Background: an optimization exercise with open tools, aiming at small area, a short achievable clock period and few clock cycles per item. Do not read the settings as production practice.
Only simulation tests tie the RTL to the original design; equivalence was not proved.

==> flow/design.v <==
module gf128_mul (
    input  wire [6:0] a,
    input  wire [6:0] b,
    output wire [6:0] p
);
    reg [12:0] prod;
    reg [12:0] red;
    integer i;
    always @* begin
        prod = 13'd0;
        for (i = 0; i < 7; i = i + 1)
            if (b[i]) prod = prod ^ ({6'd0, a} << i);
        red = prod;
        for (i = 12; i >= 7; i = i - 1)
            if (red[i]) red = red ^ (13'b0000010001001 << (i - 7));
    end
    assign p = red[6:0];
endmodule
module gf128_inv (
    input  wire [6:0] a,
    output reg  [6:0] y
);
    always @* begin
        case (a)
        7'd0: y = 7'd0;
        7'd1: y = 7'd1;
        7'd2: y = 7'd17;
        7'd3: y = 7'd24;
        7'd4: y = 7'd19;
        7'd5: y = 7'd82;
        7'd6: y = 7'd3;
        7'd7: y = 7'd122;
        7'd8: y = 7'd49;
        7'd9: y = 7'd56;
        7'd10: y = 7'd40;
        7'd11: y = 7'd33;
        7'd12: y = 7'd51;
        7'd13: y = 7'd4;
        7'd14: y = 7'd45;
        7'd15: y = 7'd71;
        7'd16: y = 7'd23;
        7'd17: y = 7'd36;
        7'd18: y = 7'd7;
        7'd19: y = 7'd88;
        7'd20: y = 7'd5;
        7'd21: y = 7'd44;
        7'd22: y = 7'd21;
        7'd23: y = 7'd96;
        7'd24: y = 7'd53;
        7'd25: y = 7'd30;
        7'd26: y = 7'd68;
        7'd27: y = 7'd100;
        7'd28: y = 7'd80;
        7'd29: y = 7'd46;
        7'd30: y = 7'd127;
        7'd31: y = 7'd103;
        7'd32: y = 7'd117;
        7'd33: y = 7'd18;
        7'd34: y = 7'd64;
        7'd35: y = 7'd115;
        7'd36: y = 7'd119;
        7'd37: y = 7'd38;
        7'd38: y = 7'd11;
        7'd39: y = 7'd47;
        7'd40: y = 7'd85;
        7'd41: y = 7'd124;
        7'd42: y = 7'd65;
        7'd43: y = 7'd2;
        7'd44: y = 7'd87;
        7'd45: y = 7'd58;
        7'd46: y = 7'd12;
        7'd47: y = 7'd110;
        7'd48: y = 7'd83;
        7'd49: y = 7'd93;
        7'd50: y = 7'd101;
        7'd51: y = 7'd86;
        7'd52: y = 7'd76;
        7'd53: y = 7'd62;
        7'd54: y = 7'd72;
        7'd55: y = 7'd66;
        7'd56: y = 7'd10;
        7'd57: y = 7'd90;
        7'd58: y = 7'd99;
        7'd59: y = 7'd79;
        7'd60: y = 7'd120;
        7'd61: y = 7'd81;
        7'd62: y = 7'd123;
        7'd63: y = 7'd31;
        7'd64: y = 7'd91;
        7'd65: y = 7'd26;
        7'd66: y = 7'd32;
        7'd67: y = 7'd28;
        7'd68: y = 7'd8;
        7'd69: y = 7'd73;
        7'd70: y = 7'd61;
        7'd71: y = 7'd111;
        7'd72: y = 7'd121;
        7'd73: y = 7'd22;
        7'd74: y = 7'd98;
        7'd75: y = 7'd14;
        7'd76: y = 7'd50;
        7'd77: y = 7'd109;
        7'd78: y = 7'd114;
        7'd79: y = 7'd54;
        7'd80: y = 7'd95;
        7'd81: y = 7'd16;
        7'd82: y = 7'd75;
        7'd83: y = 7'd70;
        7'd84: y = 7'd25;
        7'd85: y = 7'd39;
        7'd86: y = 7'd34;
        7'd87: y = 7'd106;
        7'd88: y = 7'd125;
        7'd89: y = 7'd92;
        7'd90: y = 7'd37;
        7'd91: y = 7'd113;
        7'd92: y = 7'd69;
        7'd93: y = 7'd29;
        7'd94: y = 7'd107;
        7'd95: y = 7'd52;
        7'd96: y = 7'd57;
        7'd97: y = 7'd112;
        7'd98: y = 7'd94;
        7'd99: y = 7'd43;
        7'd100: y = 7'd89;
        7'd101: y = 7'd105;
        7'd102: y = 7'd108;
        7'd103: y = 7'd78;
        7'd104: y = 7'd77;
        7'd105: y = 7'd55;
        7'd106: y = 7'd97;
        7'd107: y = 7'd59;
        7'd108: y = 7'd9;
        7'd109: y = 7'd20;
        7'd110: y = 7'd42;
        7'd111: y = 7'd102;
        7'd112: y = 7'd35;
        7'd113: y = 7'd67;
        7'd114: y = 7'd41;
        7'd115: y = 7'd6;
        7'd116: y = 7'd63;
        7'd117: y = 7'd74;
        7'd118: y = 7'd126;
        7'd119: y = 7'd84;
        7'd120: y = 7'd15;
        7'd121: y = 7'd118;
        7'd122: y = 7'd27;
        7'd123: y = 7'd104;
        7'd124: y = 7'd60;
        7'd125: y = 7'd48;
        7'd126: y = 7'd116;
        7'd127: y = 7'd13;
        default: y = 7'd0;
        endcase
    end
endmodule
module ecc80_enc (
    input  wire [63:0] d,
    output wire [13:0] r,
    output wire        pd1,
    output wire        pd2
);
    wire e0 = d[5] ^ d[14];
    wire e1 = d[13] ^ d[43];
    wire e2 = d[22] ^ d[61];
    wire e3 = d[44] ^ d[46];
    wire e4 = d[23] ^ d[62];
    wire e5 = d[31] ^ d[50];
    wire e6 = d[24] ^ d[30];
    wire e7 = d[25] ^ d[26];
    wire e8 = d[0] ^ d[37];
    wire e9 = d[17] ^ d[59];
    wire e10 = d[1] ^ d[38];
    wire e11 = d[33] ^ d[47];
    wire e12 = d[29] ^ d[32];
    wire e13 = d[18] ^ d[53];
    wire e14 = d[27] ^ d[48];
    wire e15 = d[2] ^ d[11];
    wire e16 = d[54] ^ d[63];
    wire e17 = d[3] ^ d[12];
    wire e18 = d[6] ^ d[42];
    wire e19 = d[4] ^ d[9];
    wire e20 = d[28] ^ e2;
    wire e21 = d[60] ^ e4;
    wire e22 = e5 ^ e6;
    wire e23 = d[7] ^ d[35];
    wire e24 = d[10] ^ d[39];
    wire e25 = d[16] ^ d[58];
    wire e26 = d[49] ^ d[57];
    wire e27 = d[15] ^ d[41];
    wire e28 = d[8] ^ e1;
    wire e29 = d[45] ^ e0;
    wire e30 = d[40] ^ e8;
    wire e31 = d[55] ^ e12;
    wire e32 = e3 ^ e18;
    wire e33 = e7 ^ e22;
    wire e34 = d[52] ^ d[56];
    wire e35 = d[51] ^ e14;
    wire e36 = d[20] ^ e9;
    wire e37 = d[36] ^ e15;
    wire e38 = d[34] ^ e10;
    wire e39 = e11 ^ e23;
    wire e40 = e21 ^ e26;
    wire e41 = e16 ^ e33;
    wire e42 = d[19] ^ d[21];
    wire e43 = d[2] ^ d[56];
    wire e44 = d[14] ^ d[41];
    wire e45 = d[3] ^ e13;
    wire e46 = e0 ^ e19;
    wire e47 = e17 ^ e24;
    wire e48 = e9 ^ e20;
    wire e49 = e27 ^ e37;
    wire e50 = e19 ^ e38;
    wire e51 = e28 ^ e29;
    wire e52 = e30 ^ e39;
    wire e53 = d[47] ^ e41;
    wire e54 = d[19] ^ d[34];
    wire e55 = d[45] ^ d[46];
    wire e56 = d[23] ^ d[25];
    wire e57 = d[37] ^ d[55];
    wire e58 = d[39] ^ d[63];
    wire e59 = d[27] ^ d[38];
    wire e60 = d[4] ^ d[7];
    wire e61 = d[21] ^ d[60];
    wire e62 = d[18] ^ d[44];
    wire e63 = d[17] ^ d[26];
    wire e64 = d[29] ^ e3;
    wire e65 = d[5] ^ e10;
    wire e66 = d[54] ^ e2;
    wire e67 = d[36] ^ e60;
    wire e68 = d[1] ^ e7;
    wire e69 = d[24] ^ e34;
    wire e70 = d[49] ^ e63;
    wire e71 = d[42] ^ e11;
    wire e72 = e14 ^ e25;
    wire e73 = e16 ^ e55;
    wire e74 = e17 ^ e57;
    wire e75 = e44 ^ e56;
    wire e76 = e25 ^ e34;
    wire e77 = d[30] ^ e35;
    wire e78 = d[22] ^ e30;
    wire e79 = d[58] ^ e31;
    wire e80 = d[32] ^ e32;
    wire e81 = d[43] ^ e29;
    wire e82 = e13 ^ e64;
    wire e83 = e20 ^ e43;
    wire e84 = e4 ^ e45;
    wire e85 = e35 ^ e36;
    wire e86 = d[50] ^ e51;
    wire e87 = d[57] ^ e48;
    wire e88 = d[0] ^ e50;
    wire e89 = e24 ^ e40;
    wire e90 = e40 ^ e42;
    wire e91 = d[10] ^ e53;
    wire e92 = d[15] ^ d[33];
    wire e93 = d[39] ^ d[6];
    wire e94 = d[9] ^ e54;
    wire e95 = e8 ^ e92;
    wire e96 = e93 ^ e94;
    wire e97 = e95 ^ e77;
    wire e98 = e82 ^ e96;
    wire e99 = e86 ^ e87;
    wire e100 = e97 ^ e98;
    assign r[0] = e100 ^ e99;
    wire e101 = d[52] ^ d[53];
    wire e102 = e101 ^ e5;
    wire e103 = e102 ^ e28;
    wire e104 = e36 ^ e65;
    wire e105 = e66 ^ e72;
    wire e106 = e103 ^ e104;
    wire e107 = e105 ^ e52;
    wire e108 = e106 ^ e107;
    assign r[1] = e89 ^ e108;
    wire e109 = d[27] ^ d[33];
    wire e110 = e1 ^ e109;
    wire e111 = e6 ^ e110;
    wire e112 = e65 ^ e73;
    wire e113 = e111 ^ e112;
    wire e114 = e49 ^ e78;
    wire e115 = e79 ^ e113;
    wire e116 = e114 ^ e90;
    assign r[2] = e115 ^ e116;
    wire e117 = d[20] ^ d[59];
    wire e118 = e11 ^ e117;
    wire e119 = e25 ^ e58;
    wire e120 = e118 ^ e119;
    wire e121 = e22 ^ e32;
    wire e122 = e38 ^ e74;
    wire e123 = e75 ^ e120;
    wire e124 = e121 ^ e122;
    wire e125 = e83 ^ e123;
    assign r[3] = e124 ^ e125;
    wire e126 = d[8] ^ e42;
    wire e127 = e59 ^ e126;
    wire e128 = e21 ^ e45;
    wire e129 = e46 ^ e127;
    wire e130 = e128 ^ e33;
    wire e131 = e52 ^ e80;
    wire e132 = e83 ^ e129;
    wire e133 = e130 ^ e131;
    assign r[4] = e132 ^ e133;
    wire e134 = d[13] ^ d[32];
    wire e135 = e10 ^ e134;
    wire e136 = e3 ^ e44;
    wire e137 = e8 ^ e135;
    wire e138 = e136 ^ e36;
    wire e139 = e67 ^ e137;
    wire e140 = e138 ^ e84;
    wire e141 = e139 ^ e140;
    assign r[5] = e141 ^ e91;
    wire e142 = d[53] ^ e1;
    wire e143 = e15 ^ e61;
    wire e144 = e142 ^ e143;
    wire e145 = e31 ^ e32;
    wire e146 = e144 ^ e145;
    wire e147 = e146 ^ e87;
    wire e148 = e88 ^ e147;
    assign r[6] = e53 ^ e148;
    wire e149 = d[31] ^ e43;
    wire e150 = e62 ^ e149;
    wire e151 = e21 ^ e39;
    wire e152 = e47 ^ e66;
    wire e153 = e68 ^ e150;
    wire e154 = e151 ^ e152;
    wire e155 = e77 ^ e79;
    wire e156 = e81 ^ e153;
    wire e157 = e154 ^ e155;
    assign r[7] = e156 ^ e157;
    wire e158 = d[43] ^ d[51];
    wire e159 = e158 ^ e5;
    wire e160 = e58 ^ e159;
    wire e161 = e31 ^ e37;
    wire e162 = e46 ^ e69;
    wire e163 = e70 ^ e160;
    wire e164 = e161 ^ e162;
    wire e165 = e78 ^ e84;
    wire e166 = e163 ^ e164;
    assign r[8] = e165 ^ e166;
    wire e167 = d[40] ^ d[48];
    wire e168 = e12 ^ e167;
    wire e169 = e168 ^ e28;
    wire e170 = e47 ^ e69;
    wire e171 = e73 ^ e75;
    wire e172 = e169 ^ e170;
    wire e173 = e171 ^ e48;
    wire e174 = e172 ^ e173;
    assign r[9] = e88 ^ e174;
    wire e175 = d[13] ^ d[35];
    wire e176 = d[40] ^ d[55];
    wire e177 = e15 ^ e175;
    wire e178 = e176 ^ e27;
    wire e179 = e6 ^ e177;
    wire e180 = e178 ^ e46;
    wire e181 = e68 ^ e71;
    wire e182 = e179 ^ e180;
    wire e183 = e181 ^ e82;
    wire e184 = e182 ^ e183;
    assign r[10] = e89 ^ e184;
    wire e185 = d[40] ^ d[56];
    wire e186 = d[61] ^ e17;
    wire e187 = e18 ^ e185;
    wire e188 = e54 ^ e186;
    wire e189 = e187 ^ e72;
    wire e190 = e188 ^ e189;
    wire e191 = e49 ^ e81;
    wire e192 = e190 ^ e191;
    assign r[11] = e192 ^ e91;
    wire e193 = d[11] ^ d[16];
    wire e194 = d[28] ^ d[31];
    wire e195 = d[4] ^ d[62];
    wire e196 = e1 ^ e193;
    wire e197 = e194 ^ e195;
    wire e198 = e23 ^ e26;
    wire e199 = e27 ^ e7;
    wire e200 = e196 ^ e197;
    wire e201 = e198 ^ e199;
    wire e202 = e74 ^ e200;
    wire e203 = e201 ^ e80;
    wire e204 = e85 ^ e202;
    assign r[12] = e203 ^ e204;
    wire e205 = d[12] ^ d[28];
    wire e206 = d[63] ^ e12;
    wire e207 = e205 ^ e59;
    wire e208 = e61 ^ e62;
    wire e209 = e206 ^ e207;
    wire e210 = e208 ^ e67;
    wire e211 = e70 ^ e71;
    wire e212 = e76 ^ e209;
    wire e213 = e210 ^ e211;
    wire e214 = e212 ^ e213;
    assign r[13] = e86 ^ e214;
    wire e215 = e32 ^ e47;
    wire e216 = e215 ^ e49;
    wire e217 = e50 ^ e51;
    wire e218 = e52 ^ e216;
    assign pd1 = e217 ^ e218;
    wire e219 = e13 ^ e20;
    wire e220 = e31 ^ e76;
    wire e221 = e219 ^ e220;
    wire e222 = e85 ^ e221;
    wire e223 = e41 ^ e90;
    assign pd2 = e222 ^ e223;
endmodule
module ecc80_dec_a (
    input  wire        op,              
    input  wire        volatile_frame,
    input  wire [63:0] d,
    input  wire [15:0] c,
    input  wire [13:0] r,               
    input  wire        pd1,             
    input  wire        pd2,             
    output wire [15:0] cbase,           
    output wire        p1raw,           
    output wire        p2raw,           
    output wire [6:0]  s1,
    output wire [6:0]  u,
    output wire        s3z,
    output wire        marker
);
    wire [13:0] rv = r ^ c[13:0];
    wire [6:0]  s3, t;
    wire sx0 = rv[7] ^ rv[11];
    wire sx1 = rv[9] ^ rv[13];
    wire sx2 = rv[8] ^ rv[12];
    wire sx3 = rv[3] ^ rv[10];
    wire sx4 = rv[6] ^ rv[10];
    wire sx5 = rv[5] ^ rv[9];
    wire sx6 = rv[4] ^ rv[8];
    wire sx7 = rv[8] ^ sx0;
    assign s1[0] = rv[0] ^ sx0;
    assign s1[1] = rv[1] ^ sx2;
    assign s1[2] = rv[2] ^ sx1;
    assign s1[3] = sx0 ^ sx3;
    wire sx8 = rv[11] ^ rv[4];
    assign s1[4] = sx2 ^ sx8;
    wire sx9 = rv[12] ^ rv[5];
    assign s1[5] = sx1 ^ sx9;
    assign s1[6] = rv[13] ^ sx4;
    wire sx10 = rv[0] ^ rv[10];
    wire sx11 = rv[7] ^ sx10;
    assign s3[0] = sx5 ^ sx11;
    wire sx12 = rv[13] ^ rv[5];
    assign s3[1] = sx12 ^ sx6;
    wire sx13 = sx1 ^ sx3;
    assign s3[2] = sx13 ^ sx7;
    wire sx14 = rv[1] ^ rv[6];
    wire sx15 = sx14 ^ sx5;
    assign s3[3] = sx15 ^ sx7;
    wire sx16 = rv[6] ^ sx1;
    assign s3[4] = sx6 ^ sx16;
    wire sx17 = rv[12] ^ rv[13];
    wire sx18 = rv[3] ^ rv[4];
    wire sx19 = rv[7] ^ sx17;
    assign s3[5] = sx18 ^ sx19;
    wire sx20 = rv[2] ^ rv[7];
    wire sx21 = rv[9] ^ sx2;
    wire sx22 = sx20 ^ sx4;
    assign s3[6] = sx21 ^ sx22;
    gf128_inv u_t (.a(s1), .y(t));
    gf128_mul u_u (.a(s3), .b(t), .p(u));
    assign s3z = (s3 == 7'd0);
    assign cbase[13:0] = op ? c[13:0] : r;
    wire   q           = pd2 ^ ^cbase[13:0];
    assign cbase[14]   = op ? c[14] : pd1;
    assign cbase[15]   = op ? c[15] : q;
    assign p1raw       = pd1 ^ c[14];
    assign p2raw       = q ^ c[15];
    assign marker      = op && volatile_frame && (d == 64'd0) && (c == 16'hC000);
endmodule
module ecc80_dec_b (
    input  wire        op,
    input  wire        marker,
    input  wire [63:0] d,
    input  wire [15:0] cbase,
    input  wire        p1raw,
    input  wire        p2raw,
    input  wire [6:0]  s1,
    input  wire [6:0]  u,
    input  wire        s3z,
    output wire [63:0] d_out,
    output wire [15:0] c_out,
    output wire [1:0]  ncorr,
    output wire        uncorr
);
    wire [6:0]  y, x1, x2;
    wire        tru;
    wire [77:0] hx1, hx2;
    wire        g1x1, g1x2;
    gf128_mul u_x1 (.a(s1), .b(y), .p(x1));
    assign x2 = x1 ^ s1;
    assign y[0] = 1'b0;
    assign y[1] = u[2] ^ u[3] ^ u[4] ^ u[6];
    assign y[2] = u[3] ^ u[4] ^ u[6];
    assign y[3] = u[5] ^ u[6];
    assign y[4] = u[1] ^ u[2] ^ u[4];
    assign y[5] = u[3] ^ u[5] ^ u[6];
    assign y[6] = u[3] ^ u[6];
    assign tru = u[0];
    assign hx1[0] = (x1 == 7'd1);
    assign hx2[0] = (x2 == 7'd1);
    assign hx1[1] = (x1 == 7'd2);
    assign hx2[1] = (x2 == 7'd2);
    assign hx1[2] = (x1 == 7'd4);
    assign hx2[2] = (x2 == 7'd4);
    assign hx1[3] = (x1 == 7'd8);
    assign hx2[3] = (x2 == 7'd8);
    assign hx1[4] = (x1 == 7'd16);
    assign hx2[4] = (x2 == 7'd16);
    assign hx1[5] = (x1 == 7'd32);
    assign hx2[5] = (x2 == 7'd32);
    assign hx1[6] = (x1 == 7'd64);
    assign hx2[6] = (x2 == 7'd64);
    assign hx1[7] = (x1 == 7'd9);
    assign hx2[7] = (x2 == 7'd9);
    assign hx1[8] = (x1 == 7'd18);
    assign hx2[8] = (x2 == 7'd18);
    assign hx1[9] = (x1 == 7'd36);
    assign hx2[9] = (x2 == 7'd36);
    assign hx1[10] = (x1 == 7'd72);
    assign hx2[10] = (x2 == 7'd72);
    assign hx1[11] = (x1 == 7'd25);
    assign hx2[11] = (x2 == 7'd25);
    assign hx1[12] = (x1 == 7'd50);
    assign hx2[12] = (x2 == 7'd50);
    assign hx1[13] = (x1 == 7'd100);
    assign hx2[13] = (x2 == 7'd100);
    assign hx1[14] = (x1 == 7'd65);
    assign hx2[14] = (x2 == 7'd65);
    assign hx1[15] = (x1 == 7'd11);
    assign hx2[15] = (x2 == 7'd11);
    assign hx1[16] = (x1 == 7'd22);
    assign hx2[16] = (x2 == 7'd22);
    assign hx1[17] = (x1 == 7'd44);
    assign hx2[17] = (x2 == 7'd44);
    assign hx1[18] = (x1 == 7'd88);
    assign hx2[18] = (x2 == 7'd88);
    assign hx1[19] = (x1 == 7'd57);
    assign hx2[19] = (x2 == 7'd57);
    assign hx1[20] = (x1 == 7'd114);
    assign hx2[20] = (x2 == 7'd114);
    assign hx1[21] = (x1 == 7'd109);
    assign hx2[21] = (x2 == 7'd109);
    assign hx1[22] = (x1 == 7'd83);
    assign hx2[22] = (x2 == 7'd83);
    assign hx1[23] = (x1 == 7'd47);
    assign hx2[23] = (x2 == 7'd47);
    assign hx1[24] = (x1 == 7'd94);
    assign hx2[24] = (x2 == 7'd94);
    assign hx1[25] = (x1 == 7'd53);
    assign hx2[25] = (x2 == 7'd53);
    assign hx1[26] = (x1 == 7'd106);
    assign hx2[26] = (x2 == 7'd106);
    assign hx1[27] = (x1 == 7'd93);
    assign hx2[27] = (x2 == 7'd93);
    assign hx1[28] = (x1 == 7'd51);
    assign hx2[28] = (x2 == 7'd51);
    assign hx1[29] = (x1 == 7'd102);
    assign hx2[29] = (x2 == 7'd102);
    assign hx1[30] = (x1 == 7'd69);
    assign hx2[30] = (x2 == 7'd69);
    assign hx1[31] = (x1 == 7'd3);
    assign hx2[31] = (x2 == 7'd3);
    assign hx1[32] = (x1 == 7'd6);
    assign hx2[32] = (x2 == 7'd6);
    assign hx1[33] = (x1 == 7'd12);
    assign hx2[33] = (x2 == 7'd12);
    assign hx1[34] = (x1 == 7'd24);
    assign hx2[34] = (x2 == 7'd24);
    assign hx1[35] = (x1 == 7'd48);
    assign hx2[35] = (x2 == 7'd48);
    assign hx1[36] = (x1 == 7'd96);
    assign hx2[36] = (x2 == 7'd96);
    assign hx1[37] = (x1 == 7'd73);
    assign hx2[37] = (x2 == 7'd73);
    assign hx1[38] = (x1 == 7'd27);
    assign hx2[38] = (x2 == 7'd27);
    assign hx1[39] = (x1 == 7'd54);
    assign hx2[39] = (x2 == 7'd54);
    assign hx1[40] = (x1 == 7'd108);
    assign hx2[40] = (x2 == 7'd108);
    assign hx1[41] = (x1 == 7'd81);
    assign hx2[41] = (x2 == 7'd81);
    assign hx1[42] = (x1 == 7'd43);
    assign hx2[42] = (x2 == 7'd43);
    assign hx1[43] = (x1 == 7'd86);
    assign hx2[43] = (x2 == 7'd86);
    assign hx1[44] = (x1 == 7'd37);
    assign hx2[44] = (x2 == 7'd37);
    assign hx1[45] = (x1 == 7'd74);
    assign hx2[45] = (x2 == 7'd74);
    assign hx1[46] = (x1 == 7'd29);
    assign hx2[46] = (x2 == 7'd29);
    assign hx1[47] = (x1 == 7'd58);
    assign hx2[47] = (x2 == 7'd58);
    assign hx1[48] = (x1 == 7'd116);
    assign hx2[48] = (x2 == 7'd116);
    assign hx1[49] = (x1 == 7'd97);
    assign hx2[49] = (x2 == 7'd97);
    assign hx1[50] = (x1 == 7'd75);
    assign hx2[50] = (x2 == 7'd75);
    assign hx1[51] = (x1 == 7'd31);
    assign hx2[51] = (x2 == 7'd31);
    assign hx1[52] = (x1 == 7'd62);
    assign hx2[52] = (x2 == 7'd62);
    assign hx1[53] = (x1 == 7'd124);
    assign hx2[53] = (x2 == 7'd124);
    assign hx1[54] = (x1 == 7'd113);
    assign hx2[54] = (x2 == 7'd113);
    assign hx1[55] = (x1 == 7'd107);
    assign hx2[55] = (x2 == 7'd107);
    assign hx1[56] = (x1 == 7'd95);
    assign hx2[56] = (x2 == 7'd95);
    assign hx1[57] = (x1 == 7'd55);
    assign hx2[57] = (x2 == 7'd55);
    assign hx1[58] = (x1 == 7'd110);
    assign hx2[58] = (x2 == 7'd110);
    assign hx1[59] = (x1 == 7'd85);
    assign hx2[59] = (x2 == 7'd85);
    assign hx1[60] = (x1 == 7'd35);
    assign hx2[60] = (x2 == 7'd35);
    assign hx1[61] = (x1 == 7'd70);
    assign hx2[61] = (x2 == 7'd70);
    assign hx1[62] = (x1 == 7'd5);
    assign hx2[62] = (x2 == 7'd5);
    assign hx1[63] = (x1 == 7'd10);
    assign hx2[63] = (x2 == 7'd10);
    assign hx1[64] = (x1 == 7'd20);
    assign hx2[64] = (x2 == 7'd20);
    assign hx1[65] = (x1 == 7'd40);
    assign hx2[65] = (x2 == 7'd40);
    assign hx1[66] = (x1 == 7'd80);
    assign hx2[66] = (x2 == 7'd80);
    assign hx1[67] = (x1 == 7'd41);
    assign hx2[67] = (x2 == 7'd41);
    assign hx1[68] = (x1 == 7'd82);
    assign hx2[68] = (x2 == 7'd82);
    assign hx1[69] = (x1 == 7'd45);
    assign hx2[69] = (x2 == 7'd45);
    assign hx1[70] = (x1 == 7'd90);
    assign hx2[70] = (x2 == 7'd90);
    assign hx1[71] = (x1 == 7'd61);
    assign hx2[71] = (x2 == 7'd61);
    assign hx1[72] = (x1 == 7'd122);
    assign hx2[72] = (x2 == 7'd122);
    assign hx1[73] = (x1 == 7'd125);
    assign hx2[73] = (x2 == 7'd125);
    assign hx1[74] = (x1 == 7'd115);
    assign hx2[74] = (x2 == 7'd115);
    assign hx1[75] = (x1 == 7'd111);
    assign hx2[75] = (x2 == 7'd111);
    assign hx1[76] = (x1 == 7'd87);
    assign hx2[76] = (x2 == 7'd87);
    assign hx1[77] = (x1 == 7'd39);
    assign hx2[77] = (x2 == 7'd39);
    assign g1x1 = |(hx1 & 78'h3fff80003fffc000);
    assign g1x2 = |(hx2 & 78'h3fff80003fffc000);
    wire s1z   = (s1 == 7'd0);
    wire one   = !s1z && (u == 7'd1);           
    wire hit1  = |hx1;
    wire hit2  = |hx2;
    wire gpar  = g1x1 ^ g1x2;                   
    wire p1    = p1raw ^ gpar;                  
    wire p2    = p2raw ^ gpar ^ one;            
    wire ok    = s1z ? s3z :
                 one ? (hit2 && !(p1 && p2)) :
                       (tru && hit1 && hit2 && !p1 && !p2);
    wire [1:0] nbch = s1z ? 2'd0 : one ? 2'd1 : 2'd2;
    wire en    = op && ok && !marker;
    wire [77:0] fix = (hx1 | hx2) & {78{en}};
    assign d_out       = d ^ fix[77:14];
    assign c_out[13:0] = cbase[13:0] ^ fix[13:0];
    assign c_out[14]   = cbase[14] ^ (en && p1);
    assign c_out[15]   = cbase[15] ^ (en && p2);
    assign ncorr       = en ? nbch + {1'b0, p1} + {1'b0, p2} : 2'd0;
    assign uncorr      = op && !marker && !ok;
endmodule
module ecc80_codec (
    input  wire        clk,
    input  wire        rst,
    input  wire        in_valid,
    output wire        in_ready,
    input  wire        in_op,           
    input  wire        in_volatile,     
    input  wire [63:0] in_data,
    input  wire [15:0] in_check,        
    output reg         out_valid,
    output reg  [63:0] out_data,
    output reg  [15:0] out_check,
    output reg  [1:0]  out_ncorr,
    output reg         out_uncorr,
    output reg         out_marker
);
    assign in_ready = 1'b1;
    reg        r_valid;
    reg        r_op;
    reg        r_volatile;
    reg [63:0] r_data;
    reg [15:0] r_check;
    always @(posedge clk) begin
        if (rst) r_valid <= 1'b0;
        else     r_valid <= in_valid;
        r_op       <= in_op;
        r_volatile <= in_volatile;
        r_data     <= in_data;
        r_check    <= in_check;
    end
    wire [13:0] rem;
    wire        pd1, pd2;
    wire [15:0] a_cbase;
    wire        a_p1raw, a_p2raw, a_s3z, a_marker;
    wire [6:0]  a_s1, a_u;
    ecc80_enc u_enc (
        .d   (r_data),
        .r   (rem),
        .pd1 (pd1),
        .pd2 (pd2)
    );
    ecc80_dec_a u_dec_a (
        .op             (r_op),
        .volatile_frame (r_volatile),
        .d              (r_data),
        .c              (r_check),
        .r              (rem),
        .pd1            (pd1),
        .pd2            (pd2),
        .cbase          (a_cbase),
        .p1raw          (a_p1raw),
        .p2raw          (a_p2raw),
        .s1             (a_s1),
        .u              (a_u),
        .s3z            (a_s3z),
        .marker         (a_marker)
    );
    reg        m_valid;
    reg        m_op;
    reg        m_marker;
    reg [63:0] m_data;
    reg [15:0] m_cbase;
    reg        m_p1raw, m_p2raw, m_s3z;
    reg [6:0]  m_s1, m_u;
    always @(posedge clk) begin
        if (rst) m_valid <= 1'b0;
        else     m_valid <= r_valid;
        m_op     <= r_op;
        m_marker <= a_marker;
        m_data   <= r_data;
        m_cbase  <= a_cbase;
        m_p1raw  <= a_p1raw;
        m_p2raw  <= a_p2raw;
        m_s3z    <= a_s3z;
        m_s1     <= a_s1;
        m_u      <= a_u;
    end
    wire [63:0] res_data;
    wire [15:0] res_check;
    wire [1:0]  res_ncorr;
    wire        res_uncorr;
    ecc80_dec_b u_dec_b (
        .op     (m_op),
        .marker (m_marker),
        .d      (m_data),
        .cbase  (m_cbase),
        .p1raw  (m_p1raw),
        .p2raw  (m_p2raw),
        .s1     (m_s1),
        .u      (m_u),
        .s3z    (m_s3z),
        .d_out  (res_data),
        .c_out  (res_check),
        .ncorr  (res_ncorr),
        .uncorr (res_uncorr)
    );
    always @(posedge clk) begin
        if (rst) out_valid <= 1'b0;
        else     out_valid <= m_valid;
        out_data   <= res_data;
        out_check  <= res_check;
        out_ncorr  <= res_ncorr;
        out_uncorr <= res_uncorr;
        out_marker <= m_marker;
    end
endmodule
==> flow/flow/run.sh <==
#!/bin/bash
# The standard layout (the standard.sh, all steps), with the port buffers
# that ORFS inserts at placement made of sky130_fd_sc_hd__buf_1 cells.
set -euo pipefail
export BUFFER_PORTS_ARGS="-buffer_cell sky130_fd_sc_hd__buf_1"
bash standard.sh > standard.log 2>&1
==> flow/standard.sh <==
#!/bin/bash
# synth_recipe.tcl (not shown) runs the flow's synth.tcl, then flattens the netlist and writes it again
# the make line also repeats each setting of config.mk as NAME=value (left out here)
make -C /OpenROAD-flow-scripts/flow DESIGN_CONFIG=/design/flow/config.mk WORK_HOME=/design/flow/orfs CLKGATE_MAP_FILE= SYNTH_SCRIPT=/design/flow/synth_recipe.tcl "${@:-finish}"
==> flow/config.mk <==
export PLATFORM = sky130hd
export DESIGN_NAME = ecc80_codec
export DESIGN_NICKNAME = ecc80_codec
export VERILOG_FILES = /design/flow/design.v
export SDC_FILE = /design/flow/constraint.sdc
export NUM_CORES = 4
export LEC_CHECK = 0
export CAP_MARGIN = 20
export CORE_MARGIN = 2
export CORE_UTILIZATION = 65
export CTS_BUF_LIST = sky130_fd_sc_hd__clkbuf_8
export CTS_CLUSTER_SIZE = 30
export SLEW_MARGIN = 20
==> flow/constraint.sdc <==
create_clock -name core_clock -period 32.0 [get_ports {clk}]
set_input_delay 6.4000 -clock core_clock [delete_from_list [all_inputs] [get_ports {clk}]]
set_output_delay 6.4000 -clock core_clock [all_outputs]
set_load 0.01 [all_outputs]
==> results.json, run 1 <==
{
  "status": "timing/DRC/antenna clean",
  "yosys_warnings": 3,
  "max-cap-violations": 0,
  "fin_tns_setup_ps": 0,
  "grt.total_usage": 0.3716,
  "post-cts-setup-buffers": 0,
  "clkTransAtPathRegs_ps": 60,
  "critPathMaxStageDelay_ps": 320,
  "drt_first_pass_iters": 8,
  "clock_skew_ps": 43.29,
  "gp_congestion": 1.042,
  "r2r_end": "out_check[6]$_DFF_P_",
  "yosys.cell_types.count": 91,
  "rsz0062_at_grt": "no",
  "dpl_cell_area_mm2": 0.01744,
  "tightest_slew_ps": 1095,
  "clock-sinks": 268,
  "dieArea_mm2": 0.02708,
  "vias": 14544,
  "rr_startpoint": "m_u[3]$_DFF_P_",
  "drt_wl_total_mm": 51.56,
  "max_freq_mhz": 134.0,
  "cp.required_ps": 25600,
  "cts_buffers": 41,
  "nets": 1993,
  "end_kind": "primary output",
  "dpl.hpwl_mm": 38.04,
  "ant_nets": 0,
  "synth_nets": 1871,
  "cp_slowest_cell": "dfxtp_1",
  "utilization": 0.7210,
  "crit_fanout": 1,
  "cts_hold_buf": 0,
  "crit_chain": "buf_1",
  "slew_violations": 0,
  "synth_edf_count": 0,
  "postLayoutCellArea_mm2": 0.01821,
  "critPathLaunchType": "register",
  "die_h_um": 164.6,
  "async_reset_ff_frac": 0,
  "hold_path_end": "m_data[44]$_DFF_P_",
  "cts_buffer_depth": 3,
  "htree_levels": 2,
  "synth_top_family_by_area": "XOR/XNOR gates",
  "grt_max_degree": 83,
  "synth-simple-area-share": 0.1403,
  "grt_pass1_wl_mm": 76.17,
  "path_buf_inv": 1,
  "reg2reg_slack_ps": 24820,
  "period_share": 0.2333,
  "crit_cells": 1,
  "die_w_um": 164.6,
  "slew_headroom": 0.2624,
  "min_from": "r_data[44]$_DFF_P_",
  "hold_depth": 0,
  "worstRegToRegCells": 18,
  "period_needed_ps": 7464,
  "synth_xor_xnor_area_share": 0.3223,
  "critical_path_class": "reg2out",
  "cts_tree": "yes",
  "gr-total-overflow": 0,
  "synth_compound_area_frac": 0.1465,
  "wl_per_cell_um": 22.94,
  "hold_viol_final": 0,
  "synthAdderAreaFrac": 0.01045,
  "clockRootBuffer": "clkbuf_8",
  "final_common_cell": "xnor2_1",
  "viasPerCell": 6.473,
  "finalSetupViolCount": 0,
  "first_iter_violations": 2345,
  "clk_latency_ps": 580,
  "antenna_found_initial": 3,
  "synth_ff_type": "dfxtp_1",
  "fp-row-count": 58,
  "drive_gt1_frac": 0.06628,
  "critical_path.top_delay_family": "flip-flops",
  "whs_ps": 409.3,
  "yosys-mux-area-fraction": 0.02352,
  "cts_resized": 0,
  "grt_pass1_vias": 13240,
  "syn_avg_cell_area_um2": 9.457,
  "hp-class": "reg2reg",
  "syn-cell-area_mm2": 0.01676,
  "drc": 0,
  "layout_common_cells": "xnor2_1 (292), dfxtp_1 (268), buf_1 (169)",
  "synth_seq_area_share": 0.3202,
  "ys_ff_latch": 268,
  "start_util": 0.6635,
  "io_buffers": 169,
  "synthCells": 1772,
  "core_mm2": 0.02525,
  "io_pins": 171,
  "cp.arrival_ps": 1060,
  "syn_to_final_growth_pct": 8.661,
  "nFillCells": 1934
}
## cells in the mapped netlist, types with 11 or more instances
master	n	area, µm²
a31oi_1	11	68.82
a211oi_1	16	120.1
mux2i_1	27	270.3
o211ai_1	18	135.1
dfxtp_1	268	5365
a21oi_1	56	280.3
o221ai_1	13	113.9
xnor2_2	12	195.2
o22ai_1	92	575.6
nand3_1	115	575.6
nor4_1	19	118.9
o21ai_0	53	265.3
nand2_1	134	503.0
nor3_1	32	160.2
xnor2_1	293	2566
xor2_1	64	560.5
nor2_1	116	435.4
xor3_1	15	356.6
xnor3_1	66	1486
inv_1	21	78.83
nor2b_1	11	68.82
o21ai_1	14	70.07
clkbuf_1	51	191.4
ha_1	14	175.2
buf_2	27	135.1
buf_1	15	56.30
## logic make-up after synthesis
family          after synthesis
buf+inv                     135
other cells                   1
compound gates              359
xor+xnor                    461
fa+ha+maj                    14
simple gates                499
flops                       268
mux                          35
## sequential cells by signal (all words and copies together) (netlist names), 2 cells and up
name	flops
m_cbase	16
m_u	7
out_check	16
out_ncorr	2
out_data	64
r_check	16
m_s1	7
r_data	64
m_data	64
## how the worst max path moves through the flow
| stage | startpoint | end | slack [ps] |
|---|---|---|---|
| 3_3_place_gp | out_data[45]$_DFF_P_ | out_data[45] | 25150 |
| 5_1_grt | m_u[3]$_DFF_P_ | out_data[0]$_DFF_P_ | 24370 |
| 6_report | out_data[45]$_DFF_P_ | out_data[45] | 24540 |
| 2_1_floorplan | out_check[0]$_DFF_P_ | out_check[0] | 25270 |
| 4_1_cts | out_data[45]$_DFF_P_ | out_data[45] | 24520 |
| 3_5_place_dp | m_u[3]$_DFF_P_ | out_data[0]$_DFF_P_ | 25110 |
## final cells by class
type,instances,area [µm²],area share
Multi-Input combinational cell,1369,10810,0.5935
Sequential cell,268,5365,0.2946
Timing Repair Buffer,184,747.0,0.04102
Clock buffer,48,660.6,0.03628
Tap cell,330,412.9,0.02268
Inverter,30,112.6,0.006184
Clock inverter,17,101.3,0.005566
Antenna cell,1,2.502,0.0001374
## routing by layer
layer / routed length [µm] / global-route usage
met5: 25 / 0
met4: 2255 / 0.1336
met3: 6203 / 0.08589
met2: 22620 / 0.5776
met1: 20450 / 0.5091
## per-stage QoR
stage / instances / worst slack, ps
after global routing: 2246 / 24370
after detailed placement: 2181 / 25110
final: 2247 / 24540
after CTS: 2246 / 24520
after global placement: 2181 / 25150
after floorplan: 1772 / 25270
Testbench counts, summed over its fixed seeds: cycles 16,024, words 16,000.
==> inputs of run 2 (changes only) <==
==> flow/run.sh (new file) <==
#!/bin/bash
# synth_recipe.tcl (not shown) runs the flow's synth.tcl, then flattens the netlist and writes it again
# the make line also repeats each setting of config.mk as NAME=value (left out here)
make -C /OpenROAD-flow-scripts/flow DESIGN_CONFIG=/design/flow/config.mk WORK_HOME=/design/flow/orfs CLKGATE_MAP_FILE= SYNTH_SCRIPT=/design/flow/synth_recipe.tcl finish
--- a/flow/config.mk
+++ b/flow/config.mk
@@ -8,6 +8,4 @@
 export CAP_MARGIN = 20
 export CORE_MARGIN = 2
-export CORE_UTILIZATION = 65
-export CTS_BUF_LIST = sky130_fd_sc_hd__clkbuf_8
-export CTS_CLUSTER_SIZE = 30
+export CORE_UTILIZATION = 40
 export SLEW_MARGIN = 20
removed: flow/flow/run.sh
removed: flow/standard.sh
==> run 2 against run 1 <==
- still clean on timing, DRC and antenna
- sequential share of layout area fell by 2.4 points
- wire length rose by 9.1%
- design area rose by 9.0%
- critical path type unchanged
==> results.json, run 2 <==
{
  "syn_avg_cell_area_um2": 9.457,
  "max_freq_mhz": 127.4,
  "dpl.hpwl_mm": 41.95,
  "cp.required_ps": 25600,
  "viasPerCell": 5.807,
  "cts_resized": 0,
  "rsz0062_at_grt": "no",
  "synthCells": 1772,
  "core_mm2": 0.04111,
  "clock_skew_ps": 18.63,
  "async_reset_ff_frac": 0,
  "fp-row-count": 74,
  "crit_chain": "clkdlybuf4s50_1",
  "dieArea_mm2": 0.04355,
  "ys_top_cells_by_count": "xnor2_1 (293), dfxtp_1 (268), nand2_1 (134)",
  "first_iter_violations": 1984,
  "cts_buffers": 29,
  "io_buffers": 169,
  "finalSetupViolCount": 0,
  "hp-class": "reg2reg",
  "syn_to_final_growth_pct": 18.43,
  "cp.arrival_ps": 1450,
  "fin_tns_setup_ps": 0,
  "drive_gt1_frac": 0.06663,
  "grt_pass1_vias": 13099,
  "max-cap-violations": 0,
  "yosysTopAreaCellShare": 0.3202,
  "postLayoutCellArea_mm2": 0.01985,
  "io_pins": 171,
  "cts_tree": "yes",
  "nets": 1982,
  "dpl_worst_slack_ps": 24760,
  "clkTransAtPathRegs_ps": 80,
  "yosysMostFrequentCell": "xnor2_1",
  "slew_violations": 0,
  "htree_levels": 1,
  "cts_buffer_depth": 3,
  "hold_viol_final": 0,
  "clock-sinks": 268,
  "period_needed_ps": 7850,
  "ant_nets": 0,
  "grt.total_usage": 0.2499,
  "critical_path_class": "reg2out",
  "gr-total-overflow": 0,
  "post-cts-setup-buffers": 0,
  "layout_common_cells": "xnor2_1 (290), dfxtp_1 (268), clkdlybuf4s50_1 (169)",
  "drc": 0,
  "vias": 14170,
  "slew_headroom": 0.3103,
  "yosys.cell_types.count": 91,
  "yosysTopAreaCell": "dfxtp_1",
  "synth_ff_type": "dfxtp_1",
  "drt_wl_total_mm": 56.26,
  "synth_nets": 1871,
  "yosys_warnings": 3,
  "clockRootBuffer": "clkbuf_16",
  "grt_max_degree": 83,
  "ys_ff_latch": 268,
  "nFillCells": 3917,
  "top_regs": "m_data x64, out_data x64, r_data x64",
  "synth_edf_count": 0,
  "path_buf_inv": 1,
  "start_util": 0.4076,
  "syn-cell-area_mm2": 0.01676,
  "synth.top_cells.by_area": "dfxtp_1 (32%), xnor2_1 (15%), xnor3_1 (8.9%)",
  "status": "timing/DRC/antenna clean",
  "critPathMaxStageDelay_ps": 540,
  "clk_latency_ps": 590,
  "dpl_cell_area_mm2": 0.01877,
  "die_w_um": 208.7,
  "critPathLaunchType": "register",
  "crit_fanout": 1,
  "tightest_slew_ps": 1027,
  "end_kind": "primary output",
  "cp_slowest_cell": "clkdlybuf4s50_1",
  "final_common_cell": "xnor2_1",
  "die_h_um": 208.7,
  "wl_per_cell_um": 23.06,
  "synth_seq_area_share": 0.3202,
  "fin_ws_ps": 24150,
  "grt_pass1_wl_mm": 83.37,
  "cts_hold_buf": 0,
  "critical_path.top_delay_family": "buffers and inverters",
  "antenna_found_initial": 2,
  "drt_first_pass_iters": 9,
  "period_share": 0.2453,
  "gp_congestion": 0.9890
}
==> run 2: cell types whose count changed in the layout (fill, tap and decap cells not counted), moves of 2 or more <==
cell | before | now
buf_1 | 169 | 0
clkdlybuf4s50_1 | 0 | 169
clkbuf_8 | 48 | 5
clkbuf_16 | 0 | 29
inv_1 | 31 | 21
bufinv_16 | 0 | 5
clkinv_2 | 2 | 5
clkbuf_1 | 0 | 2
xnor2_1 | 292 | 290
xnor2_2 | 13 | 15
==> run 2: logic make-up after synthesis <==
group / Yosys count / share of synthesized area
AO/OA/AOI/OAI: 359 / 0.1465
XOR/XNOR: 461 / 0.3223
adder cells (fa/ha/maj): 14 / 0.01045
buffers and inverters: 135 / 0.03651
flip-flops: 268 / 0.3202
multiplexers: 35 / 0.02352
other: 1 / 0.0002238
AND/OR/NAND/NOR: 499 / 0.1403
==> run 2: path summary, 6_finish.rpt <==
| check | startpoint | endpoint | slack [ps] | depth (start not counted) |
|---|---|---|---|---|
| hold reg to reg | r_data[52]$_DFF_P_ | m_data[52]$_DFF_P_ | 420 | 0 |
| hold / removal | r_data[52]$_DFF_P_ | m_data[52]$_DFF_P_ | 420 | 0 |
| setup reg to reg | r_data[44]$_DFF_P_ | m_u[5]$_DFF_P_ | 24810 | 18 |
| setup / recovery | out_check[11]$_DFF_P_ | out_check[11] | 24150 | 1 |
==> run 2: cell type report <==
cell class	count	area [µm²]	area share
diodes	2	5.005	0.0002522
clock buffers	36	802.0	0.04041
clock inverters	18	262.8	0.01324
inverters	30	112.6	0.005674
multi-input cells	1369	10820	0.5453
flip-flops and latches	268	5365	0.2703
well taps	532	665.6	0.03354
repair buffers	185	1812	0.09129
==> run 2: per-stage QoR <==
| step | hold WS, ps | util | std cells |
|---|---|---|---|
| floorplan | 325.8 | - | 1772 |
| global placement | 414.8 | 0.4566 | 2384 |
| detailed placement | 413.5 | 0.4566 | 2384 |
| CTS | 418.7 | 0.4825 | 2438 |
| global route | 429.2 | 0.4827 | 2439 |
| finish | 416.2 | 0.4828 | 2440 |
==> run 2: metal layers <==
layer | part of all wire | up-vias | track usage
met5 | 0 | - | 0
met3 | 0.093 | 102 | 0.04839
met1 | 0.42 | 6749 | 0.3424
li1 | - | 6531 | -
met2 | 0.46 | 788 | 0.4010
met4 | 0.029 | 0 | 0.07069

-- port drivers added, routing unchanged --
In the flow no input, the clock included, has a driving cell. The finished layouts below were timed again as built, in two steps. Step 1 sets driving cells, clkbuf_16 on the clock port and buf_2 on the other inputs (assumed; they add their load-dependent delay and slew). Step 2 also shifts input and output timing later by t, the mid clock arrival at the registers, as if the neighbouring blocks saw the same clock. a / b / c = ideal / step 1 / step 2; a / b = the first two.
run	t (ns)	setup WS [ns]	worst register clock-pin slew, ns
run 1	0.601	24.536 / 24.489 / 24.816	0.07 / 0.07
run 2	0.636	24.150 / 24.095 / 24.731	0.08 / 0.08
After both steps setup and hold are still met in every run listed.
